What follows belongs to an exercise in optimizing a design on an open flow for small area, a short achievable clock period and few clock cycles; a production flow would make more cautious choices.
The RTL was checked by simulation tests, not by an equivalence proof against the original design.

`flow/run.sh`:
```
#!/bin/bash
# synth_recipe.tcl (not shown) runs the flow's synth.tcl, then flattens the netlist and writes it again
# the make line also repeats each setting of config.mk as NAME=value (left out here)
make -C /OpenROAD-flow-scripts/flow DESIGN_CONFIG=/design/flow/config.mk WORK_HOME=/design/flow/orfs CLKGATE_MAP_FILE= SYNTH_SCRIPT=/design/flow/synth_recipe.tcl finish
```
`flow/config.mk`:
```
export PLATFORM = sky130hd
export DESIGN_NAME = flush_cvt
export DESIGN_NICKNAME = flush_cvt
export VERILOG_FILES = /design/flow/design.v
export SDC_FILE = /design/flow/constraint.sdc
export NUM_CORES = 4
export LEC_CHECK = 0
export CAP_MARGIN = 20
export CORE_MARGIN = 2
export CORE_UTILIZATION = 35
export PLACE_DENSITY = 0.5
export SLEW_MARGIN = 20
```
`flow/constraint.sdc`:
```
create_clock -name core_clock -period 34.0 [get_ports {clk}]
set_input_delay 6.8000 -clock core_clock [delete_from_list [all_inputs] [get_ports {clk}]]
set_output_delay 6.8000 -clock core_clock [all_outputs]
set_load 0.01 [all_outputs]
```
`flow/design.v`:
```
module flush_cvt_core (
    input  wire [95:0] acc,
    input  wire [1:0]  tag,
    input  wire [7:0]  level,
    input  wire [3:0]  fmt,
    input  wire        sr,
    input  wire [31:0] rnd,
    output reg  [31:0] data,
    output reg         overflow
);
    localparam [1:0] PINF = 2'd1, NINF = 2'd2, NAN = 2'd3;
    reg               is_int, is_fp, known;
    reg  [5:0]        width;        
    reg  [4:0]        pm1;          
    reg  signed [9:0] emin, emax;
    reg  [23:0]       top_mant;     
    reg  [31:0]       enc_pinf, enc_ninf, enc_nan;
    reg               ovf_pinf, ovf_nan;
    always @* begin
        is_int = 1'b0; is_fp = 1'b0; known = 1'b1;
        width = 6'd0; pm1 = 5'd0; emin = 10'sd0; emax = 10'sd0; top_mant = 24'd0;
        enc_pinf = 32'd0; enc_ninf = 32'd0; enc_nan = 32'd0;
        ovf_pinf = 1'b1; ovf_nan = 1'b1;
        case (fmt)
            4'h0: begin is_int = 1'b1; width = 6'd4;
                        enc_pinf = 32'h7; enc_ninf = 32'h8; end
            4'h1: begin is_int = 1'b1; width = 6'd8;
                        enc_pinf = 32'h7F; enc_ninf = 32'h80; end
            4'h2: begin is_int = 1'b1; width = 6'd32;
                        enc_pinf = 32'h7FFF_FFFF; enc_ninf = 32'h8000_0000; end
            4'h3: begin is_fp = 1'b1; width = 6'd8; pm1 = 5'd3; emin = -10'sd6; emax = 10'sd8;
                        top_mant = 24'd14;
                        enc_pinf = 32'h7E; enc_ninf = 32'hFE; enc_nan = 32'h7F; ovf_nan = 1'b0; end
            4'h4: begin is_fp = 1'b1; width = 6'd8; pm1 = 5'd2; emin = -10'sd14; emax = 10'sd15;
                        top_mant = 24'd7;
                        enc_pinf = 32'h7C; enc_ninf = 32'hFC; enc_nan = 32'h7E;
                        ovf_pinf = 1'b0; ovf_nan = 1'b0; end
            4'h5: begin is_fp = 1'b1; width = 6'd6; pm1 = 5'd3; emin = 10'sd0; emax = 10'sd2;
                        top_mant = 24'd15;
                        enc_pinf = 32'h1F; enc_ninf = 32'h3F; enc_nan = 32'h0; end
            4'h6: begin is_fp = 1'b1; width = 6'd6; pm1 = 5'd2; emin = -10'sd2; emax = 10'sd4;
                        top_mant = 24'd7;
                        enc_pinf = 32'h1F; enc_ninf = 32'h3F; enc_nan = 32'h0; end
            4'hD: begin is_fp = 1'b1; width = 6'd16; pm1 = 5'd10; emin = -10'sd14; emax = 10'sd15;
                        top_mant = 24'h7FF;
                        enc_pinf = 32'h7C00; enc_ninf = 32'hFC00; enc_nan = 32'h7E00;
                        ovf_pinf = 1'b0; ovf_nan = 1'b0; end
            4'hE: begin is_fp = 1'b1; width = 6'd16; pm1 = 5'd7; emin = -10'sd126; emax = 10'sd127;
                        top_mant = 24'hFF;
                        enc_pinf = 32'h7F80; enc_ninf = 32'hFF80; enc_nan = 32'h7FC0;
                        ovf_pinf = 1'b0; ovf_nan = 1'b0; end
            4'hF: begin is_fp = 1'b1; width = 6'd32; pm1 = 5'd23; emin = -10'sd126; emax = 10'sd127;
                        top_mant = 24'hFF_FFFF;
                        enc_pinf = 32'h7F80_0000; enc_ninf = 32'hFF80_0000; enc_nan = 32'h7FC0_0000;
                        ovf_pinf = 1'b0; ovf_nan = 1'b0; end
            default: known = 1'b0;
        endcase
    end
    wire        neg = acc[95];
    wire [95:0] mag = neg ? (96'd0 - acc) : acc;
    reg  [6:0]  msb;
    integer     i;
    always @* begin
        msb = 7'd0;
        for (i = 0; i < 96; i = i + 1)
            if (mag[i]) msb = i[6:0];
    end
    wire signed [9:0] lvl    = {{2{level[7]}}, level};
    wire signed [9:0] e_true = $signed({3'd0, msb}) + lvl - 10'sd48;    
    wire signed [9:0] e      = (is_fp && e_true < emin) ? emin : e_true;
    wire signed [10:0] k = is_fp ? ({e[9], e} - $signed({6'd0, pm1}) - {lvl[9], lvl} + 11'sd48)
                                 : (11'sd48 - {lvl[9], lvl});
    wire signed [11:0] sh_s = {k[10], k} + 12'sd80;
    wire [7:0]   sh   = (sh_s > 12'sd255) ? 8'd255 : sh_s[7:0];    
    wire [207:0] wide = {mag, 112'd0};
    wire [207:0] q    = wide >> sh;
    wire [207:0] lost = wide & ~({208{1'b1}} << sh);
    wire [175:0] n_full = q[207:32];
    wire [31:0]  frac   = q[31:0];
    wire         sticky = (lost != 208'd0);
    wire         up_rne = frac[31] && ((frac[30:0] != 31'd0) || sticky || n_full[0]);
    wire [32:0]  f_sum  = {1'b0, frac} + {1'b0, rnd};
    wire         up_sr  = f_sum[32];
    wire         up     = sr ? up_sr : up_rne;
    wire         n_big  = (n_full[175:34] != 142'd0);
    wire [34:0]  n_rnd  = {1'b0, n_full[33:0]} + {34'd0, up};
    reg  [24:0]       fm;       
    reg  signed [9:0] fe;       
    reg  [31:0]       fenc;
    reg               fovf;
    reg  [7:0]        bexp;
    reg  signed [9:0] bexp_w;
    reg  [32:0]       ilim;
    reg  [32:0]       imag;
    reg  [31:0]       ienc;
    reg               iovf;
    reg  [31:0]       wmask;
    always @* begin
        wmask = (width == 6'd32) ? 32'hFFFF_FFFF : ((32'd1 << width) - 32'd1);
        fm   = n_rnd[24:0];
        fe   = e;
        fovf = 1'b0;
        if (fm == (25'd1 << (pm1 + 5'd1))) begin
            fm = fm >> 1;               
            fe = fe + 10'sd1;
        end
        if (fe > emax || (fe == emax && fm > {1'b0, top_mant})) begin
            fm   = {1'b0, top_mant};
            fe   = emax;
            fovf = 1'b1;
        end
        bexp_w = fe - emin + 10'sd1;
        if (fm < (25'd1 << pm1))
            bexp = 8'd0;                 
        else
            bexp = bexp_w[7:0];
        fenc = ({24'd0, bexp} << pm1) | ({7'd0, fm} & ((32'd1 << pm1) - 32'd1));
        fenc = fenc | ({31'd0, neg} << (width - 6'd1));
        ilim = (33'd1 << (width - 6'd1)) - (neg ? 33'd0 : 33'd1);
        iovf = 1'b0;
        imag = n_rnd[32:0];
        if (n_big || n_rnd[34:33] != 2'd0 || n_rnd[32:0] > ilim) begin
            imag = ilim;
            iovf = 1'b1;
        end
        ienc = (neg ? (32'd0 - imag[31:0]) : imag[31:0]) & wmask;
        data     = 32'd0;
        overflow = 1'b0;
        if (!known) begin
            data     = 32'd0;
            overflow = 1'b0;
        end else if (tag == PINF) begin
            data     = enc_pinf;
            overflow = ovf_pinf;
        end else if (tag == NINF) begin
            data     = enc_ninf;
            overflow = ovf_pinf;
        end else if (tag == NAN) begin
            data     = enc_nan;
            overflow = ovf_nan;
        end else if (mag == 96'd0) begin
            data     = 32'd0;
        end else if (is_int) begin
            data     = ienc;
            overflow = iovf;
        end else begin
            data     = fenc;
            overflow = fovf;
        end
    end
endmodule
module flush_cvt (
    input  wire        clk,
    input  wire        rst,
    input  wire        in_valid,
    output wire        in_ready,
    input  wire [95:0] in_acc,
    input  wire [1:0]  in_tag,
    input  wire [7:0]  in_level,
    input  wire [3:0]  in_fmt,
    input  wire        in_sr,
    input  wire [31:0] in_rand,
    output reg         out_valid,
    output reg  [31:0] out_data,
    output reg         out_overflow
);
    wire [31:0] data;
    wire        overflow;
    flush_cvt_core u_core (
        .acc      (in_acc),
        .tag      (in_tag),
        .level    (in_level),
        .fmt      (in_fmt),
        .sr       (in_sr),
        .rnd      (in_rand),
        .data     (data),
        .overflow (overflow)
    );
    assign in_ready = 1'b1;
    always @(posedge clk) begin
        if (rst) begin
            out_valid    <= 1'b0;
            out_data     <= 32'd0;
            out_overflow <= 1'b0;
        end else begin
            out_valid <= in_valid;
            if (in_valid) begin
                out_data     <= data;
                out_overflow <= overflow;
            end
        end
    end
endmodule
```
==> run notes <==
[synth_stat cells, drive strengths merged, types with 65 or more instances]
cell type | n | area (um^2)
a211oi | 105 | 803.3
a21oi | 415 | 2085
a31oi | 79 | 515.5
buf | 155 | 825.8
clkbuf | 237 | 889.6
ha | 191 | 2390
inv | 126 | 473.0
mux2i | 138 | 1394
nand2 | 557 | 2101
nand2b | 65 | 406.6
nand3 | 178 | 895.9
nand4 | 133 | 847.1
nor2 | 553 | 2086
nor3 | 198 | 1001
nor4 | 99 | 686.9
o211ai | 70 | 530.5
o21ai | 445 | 2246
o22ai | 144 | 907.1
o31ai | 68 | 530.5
xnor2 | 129 | 1160
xor2 | 95 | 832.1
[worst min-delay path by stage]
| stage | to | slack (ps) | cells past startpoint |
|---|---|---|---|
| after global placement | out_data[12]$_SDFFE_PP0P_ | 440 | 2 |
| after CTS | out_data[12]$_SDFFE_PP0P_ | 460 | 2 |
| final | out_data[12]$_SDFFE_PP0P_ | 460 | 2 |
| after global routing | out_data[30]$_SDFFE_PP0P_ | 500 | 1 |
| after detailed placement | out_data[12]$_SDFFE_PP0P_ | 450 | 2 |
| after floorplan | out_data[12]$_SDFFE_PP0P_ | 480 | 2 |
[cell families (layout without fill, tap and decap cells)]
logic type | count (synthesis) | in the layout | share of synthesized area (%)
and+or+nand+nor | 2168 | 2168 | 32.07
DFF | 34 | 34 | 2.028
other | 1 | 25 | 0.01117
AOI/OAI and AO/OA | 1973 | 1974 | 39.62
xor gates and xnor gates | 224 | 224 | 5.934
adders and majority gates | 200 | 200 | 7.656
buffers and inverters | 521 | 684 | 6.553
muxes | 191 | 191 | 6.132
[sequential cells by signal (all words and copies together), names as in the netlist]
signal        count
out_valid         1
out_overflow      1
out_data         32
[final cells by class]
| class | instances | area, um^2 |
|---|---|---|
| well taps | 1265 | 1583 |
| fillers | 10430 | 55850 |
| diodes | 16 | 40.04 |
| flip-flops and latches | 34 | 680.7 |
| inverters | 129 | 484.2 |
| clock buffers | 7 | 132.6 |
| multi-input cells | 4766 | 31430 |
| repair buffers | 548 | 4810 |
[repair_timing]
item                       CTS  global route
setup endpoints to repair    0            32
buffers inserted             0            20
gates resized for setup      0           126
hold endpoints to repair     0             0
[worst max-delay path, delay by kind of cell]
family / cells / cell delay, ps
AO/OA/AOI/OAI: 64 / 12550
XOR/XNOR: 4 / 910
adder cells (fa/ha/maj): 12 / 3750
buffers and inverters: 12 / 2700
multiplexers: 6 / 1590
AND/OR/NAND/NOR: 22 / 4650
[metrics by stage]
step           hold slack [ps]  area, um^2  util [%]  std cells
6_report                 462.1       39160     41.22       6765
3_3_place_gp             442.1       38120     40.12       6716
2_1_floorplan            480.3       33600         -       5320
5_1_grt                  500.9       39120     41.18       6750
4_1_cts                  464.2       38260     40.26       6723
3_5_place_dp             451.1       38120     40.12       6716
[per-layer routing]
| layer | vias up | GRT usage [%] | routed length, um |
|---|---|---|---|
| met5 | - | 0 | 127 |
| met4 | 18 | 39.08 | 27650 |
| met3 | 1495 | 17.98 | 39340 |
| met2 | 5131 | 75.04 | 106600 |
| met1 | 24460 | 63.30 | 98840 |
| li1 | 20900 | - | - |
==> impl_metrics.json <==
{
  "synth_edf_count": 0,
  "wl_um": 272500,
  "maxSlewViolCount": 0,
  "min_period_ps": 32890,
  "synthesis.area_mm2": 0.03357,
  "via_per_inst": 7.688,
  "worstPathRequired_ps": 34170,
  "vias": 52010,
  "end_kind": "register",
  "timing.final.ws_setup_ps": 1106,
  "numPortBuffers": 179,
  "ios": 181,
  "critPathLaunch": "in_acc[5]",
  "critPathArrivalTime_ps": 33060,
  "cts_hold_buffers": 0,
  "tightestPinTransition_ps": 1319,
  "crit_top_cell": "o21ai_0",
  "floorplan.die_area_mm2": 0.09840,
  "synth_ff_type": "dfxtp_1",
  "fin_tns_setup_ps": 0,
  "maxCapViolations": 0,
  "critPathKind": "primary input to register",
  "grt_pass1_vias": 47240,
  "core_area_mm2": 0.09501,
  "root_buffer": "clkbuf_16",
  "area_growth_pct": 16.66,
  "wl_per_cell_um": 40.28,
  "die_w_um": 313.7,
  "drt_pass1_iterations": 10,
  "ys_warn_count": 2,
  "die_h_um": 313.7,
  "r2r_setup_slack_ps": 32320,
  "hold_viol_final": 0,
  "slowest_stage": "o211ai_1",
  "avgSynthCellArea_um2": 6.319,
  "setup_viol": 0,
  "slowest_delay_ps": 980,
  "clk_path_buf_depth": 2,
  "cp_max_fo": 37,
  "r2r_start": "out_data[3]$_SDFFE_PP0P_",
  "nNetsFinal": 5830,
  "gp_congestion": 1.211,
  "reg2reg_depth": 4,
  "pre_cts_ws_ps": 287.3,
  "globalRouteTotalUtil_pct": 51.98,
  "drc": 0,
  "grt_pass1_wl_um": 370000,
  "status": "complete, no violations",
  "synthDistinctLibCells": 124,
  "slew_headroom_pct": 11.29,
  "cts_htree_levels": 2,
  "rows": 113,
  "fin_skew_ps": 0,
  "grt_antenna_before_repair": 23,
  "yosysSeqAreaShare_pct": 2.028,
  "layout-drive-gt1-share_pct": 12.09,
  "cts_sinks": 34,
  "dp.final_hpwl_um": 214400,
  "final_cell_mix": "nand2_1 (542), nor2_1 (536), o21ai_0 (411), a21oi_1 (407), buf_4 (347)",
  "hp-class": "register to register",
  "final_common_cell": "nand2_1",
  "ys_seq_elements": 34,
  "postSynthCellCount": 5312,
  "hold_start": "out_data[12]$_SDFFE_PP0P_",
  "gr-total-overflow": 0,
  "grt_max_degree": 75,
  "initial_core_util_pct": 35.33,
  "fin_crit_sh_pct": 96.75,
  "insertion_delay_ps": 280,
  "startpoint_type": "primary input",
  "cts_buffers": 5,
  "ant_nets": 0,
  "worstReg2RegEnd": "out_data[3]$_SDFFE_PP0P_",
  "cts_tree": "built",
  "clk_pin_slew_worst_paths_ps": 60,
  "synthArstFlopShare_pct": 0,
  "setup.worst_path.end": "out_data[4]$_SDFFE_PP0P_",
  "fmax_ghz": 0.03040,
  "drtIter0Drc": 9817
}
Testbench counts, summed over its fixed seeds: cycles 16,008.

[port drivers added, routing unchanged]
How much do the figures lean on ideal ports? The routed layout below was timed once more, with nothing changed but the port constraints. Step 1: set_driving_cell puts a clkbuf_16 on clk and a buf_2 on each other input, an assumption about the parent block. Step 2 moves the port delays by t, midway between the first and last clock arrival at a register: inputs arrive t later, outputs are due t later. That takes back most of the time a late clock gives input paths. Slacks: no drivers / after step 1 / after step 2; pairs: no drivers / after step 1.
shift t [ns]: 0.316
setup WS [ns]: 1.106 / 1.121 / 0.806
clock arrival spread, ns: 0.003 / 0.003
After both steps this run still meets setup and hold. The setup slack of this run moves by +0.015 ns with the drivers and by -0.300 ns with both steps.
